From an optimization exercise on the open Yosys and OpenROAD flow, aimed at small area, a short achievable clock period and few clock cycles per item; shortcuts taken in it are not production practice.
No run shown here included a check of the RTL's function; only the layout flow was run.
No activity file was given, so power comes from the tool's default toggle rates.

[design/flow/config.mk]
export PLATFORM = sky130hd
export DESIGN_NAME = tkt_rx
export DESIGN_NICKNAME = tkt_rx
export VERILOG_FILES = /design/flow/design.v
export SDC_FILE = /design/flow/constraint.sdc
export NUM_CORES = 4
export LEC_CHECK = 0
export CAP_MARGIN = 5
export CORE_MARGIN = 2
export CORE_UTILIZATION = 65
export CTS_CLUSTER_DIAMETER = 60
export CTS_CLUSTER_SIZE = 30
export SETUP_SLACK_MARGIN = 5
export SLEW_MARGIN = 5
[design/flow/constraint.sdc]
create_clock -name core_clock -period 10.0 [get_ports {clk}]
set_input_delay 2.0000 -clock core_clock [delete_from_list [all_inputs] [get_ports {clk}]]
set_output_delay 2.0000 -clock core_clock [all_outputs]
set_load 0.01 [all_outputs]
[design/flow/design.v]
module tkt_rx (
    input  wire        clk,
    input  wire        rst,
    input  wire        cfg_we,
    output reg         cfg_ready,
    input  wire [4:0]  cfg_idx,
    input  wire        cfg_en,
    input  wire        cfg_xtd,
    input  wire [2:0]  cfg_len,
    input  wire [7:0]  cfg_maxgap,
    input  wire [9:0]  cfg_age,
    input  wire [31:0] cfg_id,
    input  wire        s_valid,
    output reg         s_ready,
    input  wire [31:0] s_data,
    input  wire [4:0]  s_conn,
    input  wire [6:0]  s_flen,
    input  wire        s_xtd,
    input  wire [15:0] s_stamp,
    output reg         r_valid,
    output reg  [4:0]  r_conn,
    output reg  [2:0]  r_reason,
    output reg         r_gap,
    output reg  [15:0] r_rejcnt
);
    function [31:0] crc_m(input [31:0] c);
        begin
            crc_m[0] = ^{c[1], c[2], c[4], c[5], c[6], c[7], c[9], c[11], c[14], c[15], c[16], c[20], c[23], c[24], c[25], c[26], c[27], c[28]};
            crc_m[1] = ^{c[2], c[3], c[5], c[6], c[7], c[8], c[10], c[12], c[15], c[16], c[17], c[21], c[24], c[25], c[26], c[27], c[28], c[29]};
            crc_m[2] = ^{c[3], c[4], c[6], c[7], c[8], c[9], c[11], c[13], c[16], c[17], c[18], c[22], c[25], c[26], c[27], c[28], c[29], c[30]};
            crc_m[3] = ^{c[0], c[4], c[5], c[7], c[8], c[9], c[10], c[12], c[14], c[17], c[18], c[19], c[23], c[26], c[27], c[28], c[29], c[30], c[31]};
            crc_m[4] = ^{c[0], c[2], c[4], c[7], c[8], c[10], c[13], c[14], c[16], c[18], c[19], c[23], c[25], c[26], c[29], c[30], c[31]};
            crc_m[5] = ^{c[0], c[2], c[3], c[4], c[6], c[7], c[8], c[16], c[17], c[19], c[23], c[25], c[28], c[30], c[31]};
            crc_m[6] = ^{c[2], c[3], c[6], c[8], c[11], c[14], c[15], c[16], c[17], c[18], c[23], c[25], c[27], c[28], c[29], c[31]};
            crc_m[7] = ^{c[0], c[1], c[2], c[3], c[5], c[6], c[11], c[12], c[14], c[17], c[18], c[19], c[20], c[23], c[25], c[27], c[29], c[30]};
            crc_m[8] = ^{c[1], c[2], c[3], c[4], c[6], c[7], c[12], c[13], c[15], c[18], c[19], c[20], c[21], c[24], c[26], c[28], c[30], c[31]};
            crc_m[9] = ^{c[0], c[1], c[3], c[6], c[8], c[9], c[11], c[13], c[15], c[19], c[21], c[22], c[23], c[24], c[26], c[28], c[29], c[31]};
            crc_m[10] = ^{c[5], c[6], c[10], c[11], c[12], c[15], c[22], c[26], c[28], c[29], c[30]};
            crc_m[11] = ^{c[0], c[6], c[7], c[11], c[12], c[13], c[16], c[23], c[27], c[29], c[30], c[31]};
            crc_m[12] = ^{c[2], c[4], c[5], c[6], c[8], c[9], c[11], c[12], c[13], c[15], c[16], c[17], c[20], c[23], c[25], c[26], c[27], c[30], c[31]};
            crc_m[13] = ^{c[0], c[1], c[2], c[3], c[4], c[10], c[11], c[12], c[13], c[15], c[17], c[18], c[20], c[21], c[23], c[25], c[31]};
            crc_m[14] = ^{c[3], c[6], c[7], c[9], c[12], c[13], c[15], c[18], c[19], c[20], c[21], c[22], c[23], c[25], c[27], c[28]};
            crc_m[15] = ^{c[0], c[4], c[7], c[8], c[10], c[13], c[14], c[16], c[19], c[20], c[21], c[22], c[23], c[24], c[26], c[28], c[29]};
            crc_m[16] = ^{c[0], c[1], c[5], c[8], c[9], c[11], c[14], c[15], c[17], c[20], c[21], c[22], c[23], c[24], c[25], c[27], c[29], c[30]};
            crc_m[17] = ^{c[1], c[2], c[6], c[9], c[10], c[12], c[15], c[16], c[18], c[21], c[22], c[23], c[24], c[25], c[26], c[28], c[30], c[31]};
            crc_m[18] = ^{c[0], c[1], c[3], c[4], c[5], c[6], c[9], c[10], c[13], c[14], c[15], c[17], c[19], c[20], c[22], c[28], c[29], c[31]};
            crc_m[19] = ^{c[9], c[10], c[18], c[21], c[24], c[25], c[26], c[27], c[28], c[29], c[30]};
            crc_m[20] = ^{c[10], c[11], c[19], c[22], c[25], c[26], c[27], c[28], c[29], c[30], c[31]};
            crc_m[21] = ^{c[1], c[2], c[4], c[5], c[6], c[7], c[9], c[12], c[14], c[15], c[16], c[24], c[25], c[29], c[30], c[31]};
            crc_m[22] = ^{c[0], c[1], c[3], c[4], c[8], c[9], c[10], c[11], c[13], c[14], c[17], c[20], c[23], c[24], c[27], c[28], c[30], c[31]};
            crc_m[23] = ^{c[6], c[7], c[10], c[12], c[16], c[18], c[20], c[21], c[23], c[26], c[27], c[29], c[31]};
            crc_m[24] = ^{c[0], c[1], c[2], c[4], c[5], c[6], c[8], c[9], c[13], c[14], c[15], c[16], c[17], c[19], c[20], c[21], c[22], c[23], c[25], c[26], c[30]};
            crc_m[25] = ^{c[1], c[2], c[3], c[5], c[6], c[7], c[9], c[10], c[14], c[15], c[16], c[17], c[18], c[20], c[21], c[22], c[23], c[24], c[26], c[27], c[31]};
            crc_m[26] = ^{c[0], c[1], c[3], c[5], c[8], c[9], c[10], c[14], c[17], c[18], c[19], c[20], c[21], c[22], c[26]};
            crc_m[27] = ^{c[0], c[1], c[2], c[4], c[6], c[9], c[10], c[11], c[15], c[18], c[19], c[20], c[21], c[22], c[23], c[27]};
            crc_m[28] = ^{c[0], c[1], c[2], c[3], c[5], c[7], c[10], c[11], c[12], c[16], c[19], c[20], c[21], c[22], c[23], c[24], c[28]};
            crc_m[29] = ^{c[1], c[2], c[3], c[4], c[6], c[8], c[11], c[12], c[13], c[17], c[20], c[21], c[22], c[23], c[24], c[25], c[29]};
            crc_m[30] = ^{c[0], c[2], c[3], c[4], c[5], c[7], c[9], c[12], c[13], c[14], c[18], c[21], c[22], c[23], c[24], c[25], c[26], c[30]};
            crc_m[31] = ^{c[0], c[1], c[3], c[4], c[5], c[6], c[8], c[10], c[13], c[14], c[15], c[19], c[22], c[23], c[24], c[25], c[26], c[27], c[31]};
        end
    endfunction
    function [4:0] len_words(input [2:0] code);
        case (code)
            3'd0: len_words = 5'd2;
            3'd1: len_words = 5'd3;
            3'd2: len_words = 5'd4;
            3'd3: len_words = 5'd5;
            3'd4: len_words = 5'd6;
            3'd5: len_words = 5'd8;
            3'd6: len_words = 5'd12;
            default: len_words = 5'd16;
        endcase
    endfunction
    function [3:0] flen_code(input [6:0] f);
        case (f)
            7'd8:  flen_code = 4'b1000;
            7'd12: flen_code = 4'b1001;
            7'd16: flen_code = 4'b1010;
            7'd20: flen_code = 4'b1011;
            7'd24: flen_code = 4'b1100;
            7'd32: flen_code = 4'b1101;
            7'd48: flen_code = 4'b1110;
            7'd64: flen_code = 4'b1111;
            default: flen_code = 4'b0000;
        endcase
    endfunction
    function cout15(input [14:0] a, input [14:0] b, input cin);
        reg [15:0] g, p;
        reg [7:0]  g1, p1;
        reg [3:0]  g2, p2;
        reg [1:0]  g3, p3;
        integer i;
        begin
            g = {a & b, cin};
            p = {a | b, 1'b0};
            for (i = 0; i < 8; i = i + 1) begin
                g1[i] = g[2*i+1] | (p[2*i+1] & g[2*i]);
                p1[i] = p[2*i+1] & p[2*i];
            end
            for (i = 0; i < 4; i = i + 1) begin
                g2[i] = g1[2*i+1] | (p1[2*i+1] & g1[2*i]);
                p2[i] = p1[2*i+1] & p1[2*i];
            end
            for (i = 0; i < 2; i = i + 1) begin
                g3[i] = g2[2*i+1] | (p2[2*i+1] & g2[2*i]);
                p3[i] = p2[2*i+1] & p2[2*i];
            end
            cout15 = g3[1] | (p3[1] & g3[0]);
        end
    endfunction
    function neg16(input [15:0] a, input [15:0] b);
        neg16 = a[15] ^ ~b[15] ^ cout15(a[14:0], ~b[14:0], 1'b1);
    endfunction
    reg [1023:0] rg_k;      
    reg [95:0]   rg_len;
    reg [31:0]   rg_xtd;
    reg [255:0]  rg_mg;     
    reg [319:0]  rg_am;     
    reg [31:0]   rg_on;     
    reg [31:0]   rg_run;    
    reg [511:0]  rg_seq;
    reg [511:0]  rg_ts;
    reg [4:0]    ph;
    reg          in_v, in_first, in_last, in_tr;
    reg [31:0]   in_d;
    reg [4:0]    ileft;     
    reg [31:0]   acc;       
    reg [4:0]    h_conn;
    reg [3:0]    h_fc;
    reg          h_xtd;
    reg [15:0]   h_sa;      
    reg [31:0]   trailer;   
    reg          held;      
    localparam RW = 85;
    reg [RW-1:0] q0, q1;
    reg          v0, v1;
    reg          s1;
    reg [7:0]    s1_sel;
    reg          s2_v;
    reg [7:0]    s2_sel;
    reg [15:0]   s2_seq, s2_ts;      
    reg [15:0]   s2_fseq, s2_fts;    
    reg [4:0]    s2_conn;
    reg [7:0]    s2_mg;
    reg          s2_on, s2_run, s2_len_bad, s2_crc_bad, s2_age_bad;
    reg          s3_v;
    reg [15:0]   s3_seq, s3_ts;
    reg [4:0]    s3_conn;
    reg [2:0]    s3_reason;
    reg          s3_gap;
    reg          s3_rej;
    reg [7:0]    s3_wb;
    reg [1:0]    cfg_st;    
    reg [4:0]    cfg_cnt;
    wire        beat    = s_valid & s_ready;
    wire        ifirst  = (ileft == 5'd0);
    wire [4:0]  iwords  = s_flen[6:2];
    wire        ilast   = ifirst ? (iwords == 5'd1) : (ileft == 5'd1);
    wire        itr     = ifirst ? (iwords == 5'd2) : (ileft == 5'd2);
    wire [31:0] x  = (acc & {32{~in_first}}) ^ (in_d & {32{in_v}});
    wire [31:0] mx = crc_m(x);
    wire        push     = (in_v & in_last) | held;
    wire        pop      = s1;
    wire        can_push = ~v1 | pop;
    wire        push_ok  = push & can_push;
    wire [4:0]  rec_conn = h_conn;
    wire [RW-1:0] rec = {h_conn, h_fc, h_xtd, h_sa[10:0], trailer, x};
    wire [15:0] age     = h_sa - in_d[31:16];
    wire        age_in  = (age == 16'hFFFF) || (age <= 16'd1000);
    wire [9:0]  age10   = (age == 16'hFFFF) ? 10'd0 : age[9:0];
    wire [4:0]  q_conn = q0[84:80];
    wire [3:0]  q_fc   = q0[79:76];
    wire        q_xtd  = q0[75];
    wire        q_aok  = q0[74];
    wire [9:0]  q_age  = q0[73:64];
    wire [15:0] q_ts   = q0[63:48];
    wire [15:0] q_seq  = q0[47:32];
    wire [31:0] q_syn  = q0[31:0];
    reg [31:0] t_k;
    reg [2:0]  t_len;
    reg        t_xtd;
    reg [7:0]  t_mg;
    reg [9:0]  t_am;
    reg        t_on, t_run;
    reg [15:0] t_seq, t_ts;
    integer j;
    always @(*) begin
        t_k = 32'd0; t_len = 3'd0; t_xtd = 1'b0; t_mg = 8'd0; t_am = 10'd0;
        t_on = 1'b0; t_run = 1'b0; t_seq = 16'd0; t_ts = 16'd0;
        for (j = 0; j < 8; j = j + 1) begin
            t_k   = t_k   | (rg_k  [j*4*32 +: 32] & {32{s1_sel[j]}});
            t_len = t_len | (rg_len[j*4*3 +: 3]   & {3{s1_sel[j]}});
            t_xtd = t_xtd | (rg_xtd[j*4]          & s1_sel[j]);
            t_mg  = t_mg  | (rg_mg [j*4*8 +: 8]   & {8{s1_sel[j]}});
            t_am  = t_am  | (rg_am [j*4*10 +: 10] & {10{s1_sel[j]}});
            t_on  = t_on  | (rg_on [j*4]          & s1_sel[j]);
            t_run = t_run | (rg_run[j*4]          & s1_sel[j]);
            t_seq = t_seq | (rg_seq[j*4*16 +: 16] & {16{s1_sel[j]}});
            t_ts  = t_ts  | (rg_ts [j*4*16 +: 16] & {16{s1_sel[j]}});
        end
    end
    wire len_bad = ~q_fc[3] || (q_fc[2:0] != t_len) || (q_xtd != t_xtd);
    wire crc_bad = (q_syn != ~t_k);
    wire age_bad = (t_am != 10'd0) && (~q_aok || (q_age > t_am));
    wire [15:0] g_m   = ~{8'd0, s2_mg};
    wire [15:0] g_s   = s2_fseq ^ ~s2_seq ^ g_m;
    wire [15:0] g_c   = {(s2_fseq[14:0] & ~s2_seq[14:0]) | (s2_fseq[14:0] & g_m[14:0]) |
                         (~s2_seq[14:0] & g_m[14:0]), 1'b0};
    wire seq_zero = (s2_fseq == s2_seq);
    wire seq_neg  = neg16(s2_fseq, s2_seq);
    wire seq_bad  = s2_run && (seq_zero || seq_neg);
    wire ts_bad   = s2_run && neg16(s2_fts, s2_ts);
    wire gap      = s2_run && ~(g_s[15] ^ g_c[15] ^ cout15(g_s[14:0], g_c[14:0], 1'b0));
    reg [2:0] reason;
    reg       gap_out;
    always @(*) begin
        gap_out = 1'b0;
        if (!s2_on)            reason = 3'd6;
        else if (s2_len_bad)   reason = 3'd1;
        else if (s2_crc_bad)   reason = 3'd2;
        else if (seq_bad)      reason = 3'd3;
        else if (ts_bad)       reason = 3'd4;
        else begin
            gap_out = gap;
            reason  = s2_age_bad ? 3'd5 : 3'd0;
        end
    end
    wire idle    = ifirst & ~in_v & ~held & ~v0 & (cfg_st == 2'd0);
    wire cfg_acc = cfg_we & cfg_ready;
    wire [4:0] wpos = h_conn + ph;
    wire cfg_wr  = (cfg_st == 2'd2) && (wpos == 5'd1);
    wire [9:0] amax_in = (cfg_age > 10'd1000) ? 10'd1000 : cfg_age;
    wire v0_n = pop ? (v1 | push_ok) : (v0 | push_ok);
    wire v1_n = pop ? (v1 & push_ok) : (v1 | (v0 & push_ok));
    wire held_n     = push & ~can_push;
    wire push_n     = (beat & ilast) | held_n;
    wire can_push_n = ~v1_n | go_n;
    wire first_n    = beat ? ilast : ifirst;
    wire cfg_busy_n = cfg_acc | ((cfg_st != 2'd0) & ~cfg_wr);
    wire [4:0] ph_n = rst ? 5'd0 : ph + 5'd1;
    wire [4:0] q0c_n = (pop ? v1 : v0) ? (pop ? q1[84:80] : q_conn) : rec_conn;
    wire [4:0] cpos_n = q0c_n + ph_n;
    wire       go_n   = v0_n & ~rst & (cpos_n[1:0] == 2'b00);
    integer p;
    always @(posedge clk) begin
        for (p = 0; p < 32; p = p + 1) begin
            rg_k  [((p+1)%32)*32 +: 32] <= rg_k  [p*32 +: 32];
            rg_len[((p+1)%32)*3  +: 3]  <= rg_len[p*3  +: 3];
            rg_xtd[(p+1)%32]            <= rg_xtd[p];
            rg_mg [((p+1)%32)*8  +: 8]  <= rg_mg [p*8  +: 8];
            rg_am [((p+1)%32)*10 +: 10] <= rg_am [p*10 +: 10];
            rg_on [(p+1)%32]            <= rg_on [p] & ~rst;
            rg_run[(p+1)%32]            <= rg_run[p];
            rg_seq[((p+1)%32)*16 +: 16] <= rg_seq[p*16 +: 16];
            rg_ts [((p+1)%32)*16 +: 16] <= rg_ts [p*16 +: 16];
        end
        for (p = 0; p < 8; p = p + 1)
            if (s3_wb[p]) begin
                rg_seq[(p*4+3)*16 +: 16] <= s3_seq;
                rg_ts [(p*4+3)*16 +: 16] <= s3_ts;
                rg_run[p*4+3]            <= 1'b1;
            end
        if (cfg_wr) begin
            rg_k  [2*32 +: 32] <= acc;
            rg_am [2*10 +: 10] <= trailer[9:0];
            rg_mg [2*8  +: 8]  <= trailer[17:10];
            rg_len[2*3  +: 3]  <= trailer[20:18];
            rg_xtd[2]          <= trailer[21];
            rg_on [2]          <= trailer[22] & ~rst;
            rg_run[2]          <= rg_on[1] & rg_run[1];
        end
        ph <= ph_n;
        in_v     <= beat & ~rst;
        in_first <= beat & ifirst & ~rst;
        in_last  <= beat & ilast & ~rst;
        in_tr    <= beat & itr & ~rst;
        in_d     <= s_data;
        if (rst)
            ileft <= 5'd0;
        else if (beat)
            ileft <= ifirst ? iwords - 5'd1 : ileft - 5'd1;
        if (cfg_acc)
            acc <= ~cfg_id;
        else if (in_v | (cfg_st == 2'd1))
            acc <= in_last ? x : mx;
        if (cfg_acc)
            h_conn <= cfg_idx;
        else if (beat & ifirst) begin
            h_conn  <= s_conn;
            h_fc    <= flen_code(s_flen);
            h_xtd   <= s_xtd;
        end
        if (in_tr)
            h_sa <= {5'd0, age_in, age10};
        else if (beat & ifirst)
            h_sa <= s_stamp;
        if (cfg_acc)
            trailer <= {9'd0, cfg_en, cfg_xtd, cfg_len, cfg_maxgap, amax_in};
        else if (in_tr)
            trailer <= in_d;
        held <= held_n & ~rst;
        if (pop) begin
            q0 <= v1 ? q1 : rec;
            if (v1 && push)
                q1 <= rec;
        end else if (push) begin
            if (!v0) q0 <= rec;
            else if (!v1) q1 <= rec;
        end
        v0 <= v0_n & ~rst;
        v1 <= v1_n & ~rst;
        s1 <= go_n;
        for (p = 0; p < 8; p = p + 1)
            s1_sel[p] <= go_n && (cpos_n[4:2] == p);
        s2_v       <= s1 & ~rst;
        s2_sel     <= s1_sel;
        s2_seq     <= t_seq;
        s2_fseq    <= q_seq;
        s2_fts     <= q_ts;
        s2_conn    <= q_conn;
        s2_ts      <= t_ts;
        s2_mg      <= t_mg;
        s2_on      <= t_on;
        s2_run     <= t_run;
        s2_len_bad <= len_bad;
        s2_crc_bad <= crc_bad;
        s2_age_bad <= age_bad;
        s3_v      <= s2_v & ~rst;
        s3_seq    <= s2_fseq;
        s3_ts     <= s2_fts;
        s3_conn   <= s2_conn;
        s3_reason <= reason;
        s3_gap    <= gap_out;
        s3_rej    <= (reason != 3'd0) && (reason != 3'd6);
        for (p = 0; p < 8; p = p + 1)
            s3_wb[p] <= s2_v && s2_sel[p] && (reason == 3'd0) && !rst;
        r_valid  <= s3_v & ~rst;
        r_conn   <= s3_conn;
        r_reason <= s3_reason;
        r_gap    <= s3_gap;
        if (rst)
            r_rejcnt <= 16'd0;
        else if (s3_v && s3_rej && (r_rejcnt != 16'hFFFF))
            r_rejcnt <= r_rejcnt + 16'd1;
        if (rst) begin
            cfg_st <= 2'd0;
        end else if (cfg_acc) begin
            cfg_st  <= 2'd1;
            cfg_cnt <= len_words(cfg_len);
        end else if (cfg_st == 2'd1) begin
            cfg_cnt <= cfg_cnt - 5'd1;
            if (cfg_cnt == 5'd1)
                cfg_st <= 2'd2;
        end else if (cfg_wr) begin
            cfg_st <= 2'd0;
        end
        cfg_ready <= ~rst & cfg_we & ~cfg_acc & idle & ~beat;
        s_ready <= rst | (~(push_n & ~can_push_n) &
                          ~(first_n & (cfg_we | cfg_busy_n)));
    end
endmodule
[design/flow/flow/run.sh]
#!/bin/bash
# The standard layout (the standard.sh, standard synthesis unchanged),
# with the port buffers made as buf_4 cells instead of the default choice and
# timing repair aiming further below the clock period.
set -euo pipefail
bash standard.sh \
  BUFFER_PORTS_ARGS="-buffer_cell sky130_fd_sc_hd__buf_4" \
  SETUP_SLACK_MARGIN=${MARGIN:-7.0} \
  finish > orfs_make.log 2>&1
[design/flow/standard.sh]
#!/bin/bash
# synth_recipe.tcl (not shown) runs the flow's synth.tcl, then flattens the netlist and writes it again
# the make line also repeats each setting of config.mk as NAME=value (left out here)
make -C /OpenROAD-flow-scripts/flow DESIGN_CONFIG=/design/flow/config.mk WORK_HOME=/design/flow/orfs CLKGATE_MAP_FILE= SYNTH_SCRIPT=/design/flow/synth_recipe.tcl "${@:-finish}"
==> flow_summary_export.csv, run 1 <==
group,metric,value,unit
run_status,outcome,"no timing/DRC/antenna violations",
placement,place_congestion,0.9109,
logic_synthesis,synth_cell_types,81,
grt,antenna_found_initial,12,
sta,final_hold_viol_count,0,
sta,tightest_slew,1032,ps
clocking,cts_tree,"done",
logic_synthesis,yosys_register_bits,3311,
cells_and_area,drive_gt1_share,19.63,%
grt,grt_overflow,0,
cells_and_area,fillers,8647,
routing,drcViolationCount,0,
critical_path,path_cells,"buf_6",
clocking,cts_made_buffers,151,
floorplanning,core_area,0.1338,mm²
routing,ant_nets,0,
grt,grt_max_degree,62,
critical_path,critical-path-top-delay-family,"flip-flops",
routing,firstDrtPassIters,6,
clocking,cts.clk_slew.worst_paths,100,ps
cells_and_area,final_common_cell,"dfxtp_1",
routing,drt_iter0_markers,3191,
clocking,cts_sinks,3311,
placement,io_buffers,152,
critical_path,cp-end-kind,"output port",
logic_synthesis,synthTopCellsByArea,"dfxtp_1 70%, edfxtp_1 8.6%, mux2_2 5.5%",
logic_synthesis,synth_top_family_by_area,"multiplexers",
pwr,p_leak,38.52,nW
sta,period_share,32.88,%
logic_synthesis,netlist.area_leader.share,69.69,%
logic_synthesis,synth-simple-area-share,3.638,%
clocking,cts_buffer_depth,3,
logic_synthesis,synth_fa_ha_area_share,1.352,%
logic_synthesis,synth_compound_area_share,5.187,%
sta,report.final.slew_viol_count,0,
logic_synthesis,muxShareOfSynthArea,5.796,%
sta,final-setup-viol-count,0,
job,drv_cap,0,
min_path,worst_hold_path.endpoint,"rg_k[213]",
critical_path,rrSetupSlack,6840,ps
placement,dp_hpwl,110400,µm
sta,fin_worst_skew,39.24,ps
grt,grt_pass1_vias,42560,
floorplanning,start_util,65.70,%
critical_path,critPathKind,"reg2out",
min_path,hp-start,"rg_k[181]",
logic_synthesis,yosysWarnings,1,
clocking,cts-root-buf,"clkbuf_16",
routing,wirelength,184800,µm
routing,routed_via_density,5.357,
clocking,insertion_delay,820,ps
logic_synthesis,syn_area,0.08790,mm²
critical_path,reg2reg_to,"h_sa[10]",
floorplanning,num_rows,134,
sta,fin_crit,3288,ps
logic_synthesis,async_flop_share,0,%
logic_synthesis,synth_top_flop_cell,"dfxtp_1",
logic_synthesis,synthCells,5822,
sta,max_freq,0.3042,GHz
cells_and_area,final_cell_mix,"3001 x dfxtp_1, 432 x mux2_2, 356 x a22oi_1, 251 x edfxtp_1, 239 x buf_4",
logic_synthesis,ys_seq_area_share,78.26,%
logic_synthesis,yosys.area.top_type,"dfxtp_1",
grt,grt_usage,26.65,%
logic_synthesis,synth_edf_count,251,
critical_path,setup.worst_path.start,"r_rejcnt[6]",
logic_synthesis,syn_area_per_cell,15.10,µm²
logic_synthesis,synth_xor_area_share,4.437,%
critical_path,path_max_fanout,5,
pwr,powerDensity,301.5,mW/mm²
min_path,holdPathStages,0,
floorplanning,dieHeight,371.7,µm
placement,pre_cts_ws,5663,ps
critical_path,crit_buf_inv,1,
grt,grt_pass1_wl,271300,µm
clocking,htree_num_levels,4,
sta,rsz0062_at_grt,"yes",
critical_path,r2r_cells,15,
cells_and_area,area_growth,12.00,%
sta,hold_ws,304.5,ps
sta,max_slew_margin,31.23,%
logic_synthesis,synthesis.nets,6032,
cells_and_area,fin_nets,6297,
clocking,hold_buffers,0,
floorplanning,fp.dieArea,0.1382,mm²
critical_path,slowest_stage,"dfxtp_4",
critical_path,required,8000,ps
sta,layout_setup_ws,6712,ps
routing,wire_per_inst,23.21,µm
routing,vias,42650,
critical_path,cp-start-kind,"flop",
critical_path,critPathMaxStageDelay,370,ps
floorplanning,die_x,371.7,µm
cells_and_area,final_core_util,73.59,%
pwr,ir_drop,0.0003334,V
sta,finalSetupTns,0,ps
min_path,hold_class,"reg2reg",
floorplanning,io_pins,153,
critical_path,arrival,1290,ps
critical_path,worstReg2RegStart,"h_sa[0]",
-- worst max path at each step --
stage,end,slack (ps),depth (start not counted)
floorplan,s1_sel[4],6180,13
detailed placement,s1_sel[7],5660,11
finish,r_rejcnt[6],6710,1
CTS,s_ready,6660,1
global route,r_rejcnt[14],6670,1
global placement,s1_sel[7],5660,11
-- logic make-up (layout without fill, tap and decap cells) --
logic type | Yosys count | in the layout
other cells | 0 | 4
xor+xnor | 361 | 361
simple gates | 629 | 630
mux | 455 | 455
compound gates | 674 | 674
buf+inv | 302 | 670
fa+ha+maj | 90 | 90
flops | 3311 | 3311
-- power by group --
| part | internal [mW] | total (mW) | switching [mW] |
|---|---|---|---|
| logic | 3.88 | 7.99 | 4.11 |
| clock network | 3.33 | 7.55 | 4.22 |
| registers | 14.0 | 14.1 | 0.187 |
-- synth_stat cells, types with 52 or more instances --
library cell  number
a22oi_1          356
nand2_1          180
a21oi_1          127
xnor2_1          201
mux2_2           432
ha_1              75
inv_1            109
xor2_1            96
dfxtp_1         3060
nor2b_1           63
clkbuf_1         164
o21ai_0           52
nand4_1           99
nor2_1           130
edfxtp_1         251
-- flip-flops by register name (all words and copies together) (netlist names), 16 cells and up --
register / cells
rg_k: 1024
in_d: 32
s2_fts: 16
rg_mg: 256
q1: 85
q0: 85
rg_xtd: 32
rg_am: 320
s2_fseq: 16
rg_on: 32
trailer: 32
acc: 32
s3_seq: 16
s2_ts: 16
s2_seq: 16
h_sa: 16
rg_run: 32
rg_seq: 512
r_rejcnt: 16
rg_ts: 512
rg_len: 96
s3_ts: 16
-- layout make-up --
class | instances | area (µm²) | share of cell area [%]
Antenna cell | 4 | 10.01 | 0.01017
Clock buffer | 184 | 4134 | 4.199
Clock inverter | 73 | 1126 | 1.144
Inverter | 110 | 420.4 | 0.4270
Multi-Input combinational cell | 2210 | 18850 | 19.14
Sequential cell | 3311 | 68920 | 70.00
Tap cell | 1768 | 2212 | 2.247
Timing Repair Buffer | 303 | 2784 | 2.828
-- per-stage QoR --
stage / total power [mW] / area, µm² / std cells
3_5_place_dp: 21.64 / 90940 / 7583
6_report: 29.69 / 98450 / 7963
3_3_place_gp: 21.58 / 90940 / 7583
4_1_cts: 29.30 / 97450 / 7898
2_1_floorplan: 20.08 / 88110 / 5822
5_1_grt: 30.87 / 98450 / 7961
-- repair_timing --
action | CTS | global route
gates resized for setup | 157 | 68
endpoints found under the setup margin | 216 | 206
hold endpoints to repair | 0 | 0
buffers inserted | 55 | 59
cloned | 3 | 2
pin swaps | 29 | 36
-- layer usage --
metal	wire, µm	up-vias	track usage [%]	share of wire, %
met4	5542	10	8.561	3.0
met1	84880	21250	37.65	46
li1	-	20230	-	-
met2	85780	898	42.62	46
met5	60	-	0	0.032
met3	8562	259	3.964	4.6
==> inputs of run 2 (changes only) <==
--- a/design/flow/design.v
+++ b/design/flow/design.v
@@ -86,29 +86,2 @@
     endfunction
-    function cout15(input [14:0] a, input [14:0] b, input cin);
-        reg [15:0] g, p;
-        reg [7:0]  g1, p1;
-        reg [3:0]  g2, p2;
-        reg [1:0]  g3, p3;
-        integer i;
-        begin
-            g = {a & b, cin};
-            p = {a | b, 1'b0};
-            for (i = 0; i < 8; i = i + 1) begin
-                g1[i] = g[2*i+1] | (p[2*i+1] & g[2*i]);
-                p1[i] = p[2*i+1] & p[2*i];
-            end
-            for (i = 0; i < 4; i = i + 1) begin
-                g2[i] = g1[2*i+1] | (p1[2*i+1] & g1[2*i]);
-                p2[i] = p1[2*i+1] & p1[2*i];
-            end
-            for (i = 0; i < 2; i = i + 1) begin
-                g3[i] = g2[2*i+1] | (p2[2*i+1] & g2[2*i]);
-                p3[i] = p2[2*i+1] & p2[2*i];
-            end
-            cout15 = g3[1] | (p3[1] & g3[0]);
-        end
-    endfunction
-    function neg16(input [15:0] a, input [15:0] b);
-        neg16 = a[15] ^ ~b[15] ^ cout15(a[14:0], ~b[14:0], 1'b1);
-    endfunction
     reg [1023:0] rg_k;      
@@ -123,4 +96,2 @@
     reg [4:0]    ph;
-    reg          in_v, in_first, in_last, in_tr;
-    reg [31:0]   in_d;
     reg [4:0]    ileft;     
@@ -139,15 +110,6 @@
     reg          s2_v;
-    reg [7:0]    s2_sel;
-    reg [15:0]   s2_seq, s2_ts;      
-    reg [15:0]   s2_fseq, s2_fts;    
-    reg [4:0]    s2_conn;
-    reg [7:0]    s2_mg;
-    reg          s2_on, s2_run, s2_len_bad, s2_crc_bad, s2_age_bad;
-    reg          s3_v;
-    reg [15:0]   s3_seq, s3_ts;
-    reg [4:0]    s3_conn;
-    reg [2:0]    s3_reason;
-    reg          s3_gap;
-    reg          s3_rej;
-    reg [7:0]    s3_wb;
+    reg [2:0]    s2_reason;
+    reg          s2_gap;
+    reg          s2_rej;
+    reg [7:0]    s2_wb;
     reg [1:0]    cfg_st;    
@@ -159,13 +121,20 @@
     wire        itr     = ifirst ? (iwords == 5'd2) : (ileft == 5'd2);
-    wire [31:0] x  = (acc & {32{~in_first}}) ^ (in_d & {32{in_v}});
+    wire        b_first = beat & ifirst;
+    wire        b_last  = beat & ilast;
+    wire        b_tr    = beat & itr;
+    wire [31:0] x  = (acc & {32{~b_first}}) ^ (s_data & {32{beat}});
     wire [31:0] mx = crc_m(x);
-    wire        push     = (in_v & in_last) | held;
-    wire        pop      = s1;
+    wire [15:0] stamp_now = ifirst ? s_stamp : h_sa;
+    wire [15:0] age       = stamp_now - s_data[31:16];
+    wire        age_ok    = (age == 16'hFFFF) || (age <= 16'd1000);
+    wire [9:0]  age10     = (age == 16'hFFFF) ? 10'd0 : age[9:0];
+    wire        push     = b_last | held;
+    wire        pop      = s2_v;
     wire        can_push = ~v1 | pop;
     wire        push_ok  = push & can_push;
-    wire [4:0]  rec_conn = h_conn;
-    wire [RW-1:0] rec = {h_conn, h_fc, h_xtd, h_sa[10:0], trailer, x};
-    wire [15:0] age     = h_sa - in_d[31:16];
-    wire        age_in  = (age == 16'hFFFF) || (age <= 16'd1000);
-    wire [9:0]  age10   = (age == 16'hFFFF) ? 10'd0 : age[9:0];
+    wire [4:0]  rec_conn = b_first ? s_conn : h_conn;
+    wire [RW-1:0] rec = {rec_conn,
+                         b_first ? flen_code(s_flen) : h_fc,
+                         b_first ? s_xtd : h_xtd,
+                         h_sa[10:0], trailer, x};
     wire [4:0]  q_conn = q0[84:80];
@@ -201,14 +170,11 @@
     end
-    wire len_bad = ~q_fc[3] || (q_fc[2:0] != t_len) || (q_xtd != t_xtd);
-    wire crc_bad = (q_syn != ~t_k);
-    wire age_bad = (t_am != 10'd0) && (~q_aok || (q_age > t_am));
-    wire [15:0] g_m   = ~{8'd0, s2_mg};
-    wire [15:0] g_s   = s2_fseq ^ ~s2_seq ^ g_m;
-    wire [15:0] g_c   = {(s2_fseq[14:0] & ~s2_seq[14:0]) | (s2_fseq[14:0] & g_m[14:0]) |
-                         (~s2_seq[14:0] & g_m[14:0]), 1'b0};
-    wire seq_zero = (s2_fseq == s2_seq);
-    wire seq_neg  = neg16(s2_fseq, s2_seq);
-    wire seq_bad  = s2_run && (seq_zero || seq_neg);
-    wire ts_bad   = s2_run && neg16(s2_fts, s2_ts);
-    wire gap      = s2_run && ~(g_s[15] ^ g_c[15] ^ cout15(g_s[14:0], g_c[14:0], 1'b0));
+    wire [15:0] d       = q_seq - t_seq;
+    wire [15:0] tdiff   = q_ts - t_ts;
+    wire [15:0] e       = q_seq + ~t_seq + ~{8'd0, t_mg};
+    wire        len_bad = ~q_fc[3] || (q_fc[2:0] != t_len) || (q_xtd != t_xtd);
+    wire        crc_bad = (q_syn != ~t_k);
+    wire        seq_bad = t_run && (d[15] || (d == 16'd0));
+    wire        ts_bad  = t_run && tdiff[15];
+    wire        gap     = t_run && ~e[15];
+    wire        age_bad = (t_am != 10'd0) && (~q_aok || (q_age > t_am));
     reg [2:0] reason;
@@ -217,5 +183,5 @@
         gap_out = 1'b0;
-        if (!s2_on)            reason = 3'd6;
-        else if (s2_len_bad)   reason = 3'd1;
-        else if (s2_crc_bad)   reason = 3'd2;
+        if (!t_on)             reason = 3'd6;
+        else if (len_bad)      reason = 3'd1;
+        else if (crc_bad)      reason = 3'd2;
         else if (seq_bad)      reason = 3'd3;
@@ -224,6 +190,6 @@
             gap_out = gap;
-            reason  = s2_age_bad ? 3'd5 : 3'd0;
+            reason  = age_bad ? 3'd5 : 3'd0;
         end
     end
-    wire idle    = ifirst & ~in_v & ~held & ~v0 & (cfg_st == 2'd0);
+    wire idle    = ifirst & ~held & ~v0 & ~s1 & ~s2_v & (cfg_st == 2'd0);
     wire cfg_acc = cfg_we & cfg_ready;
@@ -235,4 +201,2 @@
     wire held_n     = push & ~can_push;
-    wire push_n     = (beat & ilast) | held_n;
-    wire can_push_n = ~v1_n | go_n;
     wire first_n    = beat ? ilast : ifirst;
@@ -242,3 +206,3 @@
     wire [4:0] cpos_n = q0c_n + ph_n;
-    wire       go_n   = v0_n & ~rst & (cpos_n[1:0] == 2'b00);
+    wire       go_n   = v0_n & ~s1 & ~rst & (cpos_n[1:0] == 2'b00);
     integer p;
@@ -257,6 +221,6 @@
         for (p = 0; p < 8; p = p + 1)
-            if (s3_wb[p]) begin
-                rg_seq[(p*4+3)*16 +: 16] <= s3_seq;
-                rg_ts [(p*4+3)*16 +: 16] <= s3_ts;
-                rg_run[p*4+3]            <= 1'b1;
+            if (s2_wb[p]) begin
+                rg_seq[(p*4+2)*16 +: 16] <= q_seq;
+                rg_ts [(p*4+2)*16 +: 16] <= q_ts;
+                rg_run[p*4+2]            <= 1'b1;
             end
@@ -272,7 +236,2 @@
         ph <= ph_n;
-        in_v     <= beat & ~rst;
-        in_first <= beat & ifirst & ~rst;
-        in_last  <= beat & ilast & ~rst;
-        in_tr    <= beat & itr & ~rst;
-        in_d     <= s_data;
         if (rst)
@@ -283,14 +242,14 @@
             acc <= ~cfg_id;
-        else if (in_v | (cfg_st == 2'd1))
-            acc <= in_last ? x : mx;
+        else if (beat | (cfg_st == 2'd1))
+            acc <= b_last ? x : mx;
         if (cfg_acc)
             h_conn <= cfg_idx;
-        else if (beat & ifirst) begin
-            h_conn  <= s_conn;
-            h_fc    <= flen_code(s_flen);
-            h_xtd   <= s_xtd;
-        end
-        if (in_tr)
-            h_sa <= {5'd0, age_in, age10};
-        else if (beat & ifirst)
+        else if (b_first) begin
+            h_conn <= s_conn;
+            h_fc   <= flen_code(s_flen);
+            h_xtd  <= s_xtd;
+        end
+        if (b_tr)
+            h_sa <= {5'd0, age_ok, age10};
+        else if (b_first)
             h_sa <= s_stamp;
@@ -298,4 +257,4 @@
             trailer <= {9'd0, cfg_en, cfg_xtd, cfg_len, cfg_maxgap, amax_in};
-        else if (in_tr)
-            trailer <= in_d;
+        else if (b_tr)
+            trailer <= s_data;
         held <= held_n & ~rst;
@@ -314,31 +273,15 @@
             s1_sel[p] <= go_n && (cpos_n[4:2] == p);
-        s2_v       <= s1 & ~rst;
-        s2_sel     <= s1_sel;
-        s2_seq     <= t_seq;
-        s2_fseq    <= q_seq;
-        s2_fts     <= q_ts;
-        s2_conn    <= q_conn;
-        s2_ts      <= t_ts;
-        s2_mg      <= t_mg;
-        s2_on      <= t_on;
-        s2_run     <= t_run;
-        s2_len_bad <= len_bad;
-        s2_crc_bad <= crc_bad;
-        s2_age_bad <= age_bad;
-        s3_v      <= s2_v & ~rst;
-        s3_seq    <= s2_fseq;
-        s3_ts     <= s2_fts;
-        s3_conn   <= s2_conn;
-        s3_reason <= reason;
-        s3_gap    <= gap_out;
-        s3_rej    <= (reason != 3'd0) && (reason != 3'd6);
+        s2_v      <= s1 & ~rst;
+        s2_reason <= reason;
+        s2_gap    <= gap_out;
+        s2_rej    <= (reason != 3'd0) && (reason != 3'd6);
         for (p = 0; p < 8; p = p + 1)
-            s3_wb[p] <= s2_v && s2_sel[p] && (reason == 3'd0) && !rst;
-        r_valid  <= s3_v & ~rst;
-        r_conn   <= s3_conn;
-        r_reason <= s3_reason;
-        r_gap    <= s3_gap;
+            s2_wb[p] <= s1_sel[p] && (reason == 3'd0) && !rst;
+        r_valid  <= s2_v & ~rst;
+        r_conn   <= q_conn;
+        r_reason <= s2_reason;
+        r_gap    <= s2_gap;
         if (rst)
             r_rejcnt <= 16'd0;
-        else if (s3_v && s3_rej && (r_rejcnt != 16'hFFFF))
+        else if (s2_v && s2_rej && (r_rejcnt != 16'hFFFF))
             r_rejcnt <= r_rejcnt + 16'd1;
@@ -357,4 +300,3 @@
         cfg_ready <= ~rst & cfg_we & ~cfg_acc & idle & ~beat;
-        s_ready <= rst | (~(push_n & ~can_push_n) &
-                          ~(first_n & (cfg_we | cfg_busy_n)));
+        s_ready <= rst | (~held_n & ~(first_n & (cfg_we | cfg_busy_n)));
     end
==> design/flow/run.sh (new file) <==
#!/bin/bash
# synth_recipe.tcl (not shown) runs the flow's synth.tcl, then flattens the netlist and writes it again
# the make line also repeats each setting of config.mk as NAME=value (left out here)
make -C /OpenROAD-flow-scripts/flow DESIGN_CONFIG=/design/flow/config.mk WORK_HOME=/design/flow/orfs CLKGATE_MAP_FILE= SYNTH_SCRIPT=/design/flow/synth_recipe.tcl finish
==> design/flow/config.mk (replaced) <==
export PLATFORM = sky130hd
export DESIGN_NAME = tkt_rx
export DESIGN_NICKNAME = tkt_rx
export VERILOG_FILES = /design/flow/design.v
export SDC_FILE = /design/flow/constraint.sdc
export NUM_CORES = 4
export LEC_CHECK = 0
export CAP_MARGIN = 20
export CORE_MARGIN = 2
export CORE_UTILIZATION = 40
export SLEW_MARGIN = 20
removed: design/flow/flow/run.sh
removed: design/flow/standard.sh
==> flow_summary_export.csv, run 2 <==
group,metric,value,unit
grt,antenna_found_initial,11,
routing,firstDrtPassIters,5,
logic_synthesis,synthTopCellsByArea,"dfxtp_1 68%, edfxtp_1 8.6%, mux2_2 5.9%",
pwr,ir_drop,0.0002046,V
logic_synthesis,synth_common_cells,"2901 x dfxtp_1, 451 x mux2_2, 354 x a22oi_1",
sta,final_hold_viol_count,0,
critical_path,critPathMaxStageDelay,850,ps
routing,wirelength,201100,µm
pwr,combPwrFrac,21.1,%
run_status,outcome,"no timing/DRC/antenna violations",
floorplanning,io_pins,153,
min_path,hold_class,"reg2reg",
floorplanning,num_rows,170,
logic_synthesis,ys_seq_area_share,76.13,%
floorplanning,die_x,467.6,µm
pwr,p_sw_share,26.12,%
sta,fin_worst_skew,66.10,ps
logic_synthesis,synthesis.nets,6034,
min_path,hp-start,"rg_seq[508]",
logic_synthesis,syn_area,0.08598,mm²
logic_synthesis,syn_area_per_cell,14.83,µm²
logic_synthesis,synth.most_common_cell,"dfxtp_1",
pwr,p_leak,39.11,nW
critical_path,r2r_cells,12,
cells_and_area,final_common_cell,"dfxtp_1",
sta,fin_crit,5580,ps
placement,dp_hpwl,124100,µm
sta,rsz0062_at_grt,"no",
sta,max_freq,0.1792,GHz
cells_and_area,largest_register_ffs,1024,
floorplanning,dieHeight,467.6,µm
pwr,powerDensity,311.2,mW/mm²
min_path,holdPathStages,0,
critical_path,cp_common_cell,"a21oi_1",
clocking,post_cts_buffers,0,
logic_synthesis,synth_cell_types,84,
grt,grt_pass1_vias,44590,
cells_and_area,top_register,"rg_k",
critical_path,critPathKind,"in2reg",
routing,ant_nets,0,
floorplanning,start_util,40.14,%
clocking,hold_buffers,0,
placement,place_area,0.09074,mm²
logic_synthesis,yosys.area.top_type,"dfxtp_1",
placement,place_congestion,0.8839,
logic_synthesis,synthCells,5798,
logic_synthesis,yosysWarnings,1,
cells_and_area,final_cell_mix,"2885 x dfxtp_1, 451 x mux2_2, 354 x a22oi_1, 311 x clkbuf_16, 246 x edfxtp_1",
grt,grt_pass1_wl,296500,µm
clocking,htree_num_levels,5,
sta,report.final.slew_viol_count,0,
clocking,cts_made_buffers,301,
routing,routed_via_density,4.778,
critical_path,worstReg2RegStart,"s1_sel[3]",
critical_path,arrival,6310,ps
pwr,internal_power,23.15,mW
sta,layout_setup_ws,4420,ps
logic_synthesis,synth_edf_count,246,
sta,tightest_slew,1113,ps
clocking,cts_buffer_depth,4,
critical_path,cp-end-kind,"flop",
critical_path,required,10730,ps
floorplanning,core_area,0.2142,mm²
grt,grt_usage,18.21,%
sta,finalSetupTns,0,ps
critical_path,cp-start-kind,"input port",
cells_and_area,area_growth,17.09,%
pwr,pwr-share-seq,43.0,%
critical_path,path_max_fanout,41,
clocking,cts_tree,"done",
clocking,insertion_delay,900,ps
job,drv_cap,0,
cells_and_area,stdcell_area,0.1007,mm²
logic_synthesis,yosys_register_bits,3147,
logic_synthesis,synth_top_flop_cell,"dfxtp_1",
pwr,p_sw,8.186,mW
cells_and_area,final_core_util,47.00,%
placement,pre_cts_ws,3563,ps
clocking,cts.clk_slew.worst_paths,60,ps
cells_and_area,drive_gt1_share,17.31,%
sta,max_slew_margin,25.26,%
critical_path,path_cells,"clkdlybuf4s50_1 -> and2_4 -> buf_4 -> a21oi_1 -> a21oi_1 -> xnor2_4 -> xnor2_2 -> xor2_1 -> xnor3_1 -> a211o_1 -> o21ai_2",
routing,wire_per_inst,21.95,µm
routing,vias,43780,
clocking,cts-root-buf,"clkbuf_16",
routing,drt_iter0_markers,2967,
pwr,power,31.33,mW
sta,period_share,55.80,%
clocking,cts_sinks,3147,
sta,final-setup-viol-count,0,
cells_and_area,largestRegisters,"rg_k x1024, rg_seq x512, rg_ts x512",
logic_synthesis,netlist.area_leader.share,67.54,%
cells_and_area,fin_nets,6332,
pwr,clkPwrFrac,36.0,%
critical_path,setup.worst_path.start,"s_valid",
grt,grt_overflow,0,
logic_synthesis,async_flop_share,0,%
routing,drcViolationCount,0,
floorplanning,fp.dieArea,0.2187,mm²
critical_path,slowest_stage,"a21oi_1",
grt,grt_max_degree,77,
placement,io_buffers,152,
clocking,cts_resized,0,
[run 2: kinds of logic after synthesis]
group,count (synthesis),synth area share (%)
flip-flops,3147,76.13
AO/OA/AOI/OAI,727,6.078
AND/OR/NAND/NOR,707,4.230
multiplexers,493,6.487
XOR/XNOR,321,4.002
buffers and inverters,292,1.359
adder cells (fa/ha/maj),111,1.711
[run 2: per-layer routing]
metal  GRT usage, %  routed length (µm)
met1          26.13               97060
met2          28.41               90190
met3          2.670                8360
met4          5.474                5503
met5              0                  30
[run 2: layout make-up]
type                       instances  area (µm²)
clock buffer                     416        8748
multi-input combinational       2359       19420
tap                             2838        3551
fill                           18380      113500
clock inverter                   111        1174
inverter                          83       311.5
antenna                            5       12.51
sequential                      3147       65520
timing repair buffer             204        1944
[run 2: path summary, 6_finish.rpt]
check	end	slack (ps)
hold / removal	rg_seq[12]	270
setup reg to reg	s2_reason[2]	4590
setup / recovery	acc[9]	4420
hold reg to reg	rg_seq[12]	270
[run 2: critical path, delay by kind of cell]
kind	cells	cell delay [ps]
AOI/OAI and AO/OA	4	1360
and+or+nand+nor	1	470
xor gates and xnor gates	4	1310
buffers and inverters	2	1110
[run 2: per-stage QoR]
stage	hold WS, ps	instances
2_1_floorplan	309.6	5798
3_3_place_gp	309.5	8631
3_5_place_dp	312.1	8631
4_1_cts	269.6	9158
5_1_grt	273.1	9158
6_report	273.1	9163
[run 2: power groups by stage]
| stage | Sequential [mW] | Clock (mW) | Combinational [mW] |
|---|---|---|---|
| finish | 13.5 | 11.3 | 6.60 |
| floorplan | 13.6 | 0 | 5.22 |
| CTS | 13.5 | 11.5 | 6.58 |
| global route | 13.5 | 12.0 | 7.12 |
| global placement | 13.7 | 0 | 6.54 |
| detailed placement | 13.7 | 0 | 6.51 |
==> inputs of run 3 (changes only) <==
--- a/design/flow/config.mk
+++ b/design/flow/config.mk
@@ -10,2 +10,3 @@
 export CORE_UTILIZATION = 40
+export SETUP_SLACK_MARGIN = 5
 export SLEW_MARGIN = 20
==> flow_summary_export.csv, run 3 <==
group,metric,value,unit
logic_synthesis,netlist.area_leader.share,67.54,%
cells_and_area,fin_cells,9165,
sta,hold_ws,255.2,ps
placement,place_congestion,0.8620,
pwr,p_sw,8.231,mW
floorplanning,num_rows,170,
pwr,p_leak,39.17,nW
logic_synthesis,yosys.area.top_type,"dfxtp_1",
clocking,insertion_delay,920,ps
routing,ant_nets,0,
sta,fin_worst_skew,72.97,ps
logic_synthesis,yosysWarnings,1,
sta,max_freq,0.1982,GHz
pwr,internal_power,23.14,mW
critical_path,path_max_fanout,26,
cells_and_area,final_common_cell,"dfxtp_1",
pwr,combPwrFrac,21.2,%
critical_path,required,10640,ps
clocking,cts-root-buf,"clkbuf_16",
floorplanning,core_area,0.2142,mm²
routing,routed_via_density,4.815,
job,drv_cap,0,
sta,finalSetupTns,0,ps
sta,final-setup-viol-count,0,
logic_synthesis,yosys_register_bits,3147,
logic_synthesis,synth_common_cells,"2901 x dfxtp_1, 451 x mux2_2, 354 x a22oi_1",
cells_and_area,drive_gt1_share,17.34,%
logic_synthesis,async_flop_share,0,%
clocking,cts_made_buffers,303,
cells_and_area,top_register,"rg_k",
placement,dp_cells,8628,
clocking,hold_buffers,0,
sta,report.final.slew_viol_count,0,
pwr,pwr-share-seq,42.9,%
sta,rsz0062_at_grt,"yes",
logic_synthesis,synthTopCellsByArea,"dfxtp_1 68%, edfxtp_1 8.6%, mux2_2 5.9%",
grt,grt_pass1_vias,44250,
floorplanning,fp.dieArea,0.2187,mm²
logic_synthesis,syn_area,0.08598,mm²
placement,dp_hpwl,124700,µm
routing,vias,44130,
clocking,cts_buffer_depth,4,
routing,wire_per_inst,22.22,µm
logic_synthesis,synth_edf_count,246,
routing,firstDrtPassIters,6,
clocking,cts_sinks,3147,
logic_synthesis,synth.most_common_cell,"dfxtp_1",
clocking,htree_num_levels,5,
cells_and_area,largest_register_ffs,1024,
routing,drcViolationCount,0,
cells_and_area,final_cell_mix,"2885 x dfxtp_1, 451 x mux2_2, 353 x a22oi_1, 316 x clkbuf_16, 246 x edfxtp_1",
logic_synthesis,synthesis.nets,6034,
floorplanning,dieHeight,467.6,µm
routing,wirelength,203700,µm
sta,tightest_slew,1149,ps
sta,period_share,50.44,%
sta,max_slew_margin,23.39,%
grt,grt_max_degree,66,
sta,final_hold_viol_count,0,
critical_path,critPathKind,"in2reg",
sta,fin_crit,5044,ps
logic_synthesis,synth_top_flop_cell,"dfxtp_1",
cells_and_area,largestRegisters,"rg_k x1024, rg_seq x512, rg_ts x512",
cells_and_area,fillers,18470,
pwr,p_sw_share,26.23,%
pwr,power,31.37,mW
floorplanning,die_x,467.6,µm
grt,grt_overflow,0,
pwr,powerDensity,310.9,mW/mm²
grt,grt_usage,18.38,%
clocking,cts.clk_slew.worst_paths,60,ps
critical_path,arrival,5690,ps
logic_synthesis,synth_cell_types,84,
routing,drt_iter0_markers,3151,
min_path,hold_class,"reg2reg",
floorplanning,start_util,40.14,%
logic_synthesis,syn_area_per_cell,14.83,µm²
cells_and_area,area_growth,17.38,%
cells_and_area,final_core_util,47.12,%
pwr,ir_drop,0.0002367,V
logic_synthesis,synthCells,5798,
grt,grt_pass1_wl,296900,µm
run_status,outcome,"no timing/DRC/antenna violations",
placement,io_buffers,152,
floorplanning,io_pins,153,
critical_path,cp-start-kind,"input port",
cells_and_area,fin_nets,6351,
clocking,cts_tree,"done",
logic_synthesis,ys_seq_area_share,76.13,%
critical_path,cp-end-kind,"flop",
pwr,clkPwrFrac,35.8,%
grt,antenna_found_initial,15,
==> run 3: cell counts after synthesis <==
No cell type changed its count.
==> run 3: worst max-delay path: stages <==
cell and delay, ps:
clkdlybuf4s50_1 660, and2_4 420, buf_8 310, a21oi_1 160, a21oi_4 370, xor2_4 320
xnor2_1 220, xnor3_1 550, xnor2_1 220, a21oi_1 100, o31a_1 310
==> run 3: path summary, 6_finish.rpt <==
kind | from | to | slack [ps] | depth (start not counted)
setup reg to reg | s1_sel[6] | s2_reason[0] | 5190 | 15
setup / recovery | s_valid | acc[28] | 4960 | 11
hold / removal | rg_ts[224] | rg_ts[240] | 260 | 0
hold reg to reg | rg_ts[224] | rg_ts[240] | 260 | 0
==> run 3: area by class of cell <==
class / instances / area [µm²] / share of cell area [%]
repair buffers: 218 / 2185 / 2.164
inverters: 83 / 311.5 / 0.3087
clock inverters: 102 / 1121 / 1.111
multi-input cells: 2362 / 19520 / 19.34
well taps: 2838 / 3551 / 3.518
diodes: 1 / 2.502 / 0.002479
flip-flops and latches: 3147 / 65520 / 64.91
clock buffers: 414 / 8726 / 8.646
==> run 3: per-stage QoR <==
stage / setup WS, ps / instance area (µm²)
after floorplan: 5028 / 86000
after detailed placement: 3681 / 90740
final: 4956 / 100900
after CTS: 5018 / 100800
after global placement: 3753 / 90740
after global routing: 4942 / 100900
==> run 3: routing by layer <==
metal | GRT usage [%] | wire length (µm) | share of wire (%) | up-vias
met1 | 25.60 | 95950 | 47 | 22010
met3 | 3.181 | 9836 | 4.8 | 378
li1 | - | - | - | 20650
met4 | 5.503 | 5620 | 2.8 | 8
met2 | 29.22 | 92200 | 45 | 1088
met5 | 0 | 50 | 0.025 | -
==> run 3: timing repair <==
item | CTS | global route
endpoints found under the hold margin | 0 | 0
gates cloned | 3 | 0
pin swaps | 2 | 2
endpoints found under the setup margin | 130 | 86
buffers inserted | 6 | 11
gates resized for setup | 12 | 14
==> run 3: cell families after synthesis <==
logic type | count (synthesis) | share of synthesized area [%]
AO/OA/AOI/OAI | 727 | 6.078
XOR/XNOR | 321 | 4.002
adder cells (fa/ha/maj) | 111 | 1.711
buffers and inverters | 292 | 1.359
flip-flops | 3147 | 76.13
multiplexers | 493 | 6.487
AND/OR/NAND/NOR | 707 | 4.230
==> run 3: power groups by stage <==
stage,sequential (mW),combinational (mW),clock (mW)
floorplan,13.6,5.22,0
global placement,13.8,6.53,0
CTS,13.5,6.57,11.5
detailed placement,13.8,6.51,0
finish,13.5,6.66,11.2
global route,13.5,7.13,12.0

[afterwards: timing with drivers on the ports]
The flow's constraints put no driver on any port. The routed layouts listed below were extracted and timed again, unchanged, in two steps. Step 1 sets driving cells, clkbuf_16 on the clock port and buf_2 on the other inputs (assumed; they add their load-dependent delay and slew). Step 2 also shifts input and output timing later by t, the mid clock arrival at the registers, as if the neighbouring blocks saw the same clock. Slacks: no drivers / after step 1 / after step 2; pairs: no drivers / after step 1.
run | t, ns | setup slack, ns | hold slack, ns | worst register clock-pin slew, ns | cell pins on the clock port's net
run 1 | 0.879 | 6.712 / 6.634 / 6.118 | 0.304 / 0.304 / 0.304 | 0.11 / 0.11 | 1
run 2 | 0.961 | 4.420 / 4.482 / 3.521 | 0.273 / 0.273 / 0.273 | 0.07 / 0.07 | 1
run 3 | 0.973 | 4.956 / 5.019 / 4.046 | 0.255 / 0.255 / 0.255 | 0.07 / 0.07 | 1
After both steps every run listed still meets setup and hold. The setup slack of run 3, which loses most, moves by +0.063 ns with the drivers and by -0.910 ns with both steps.
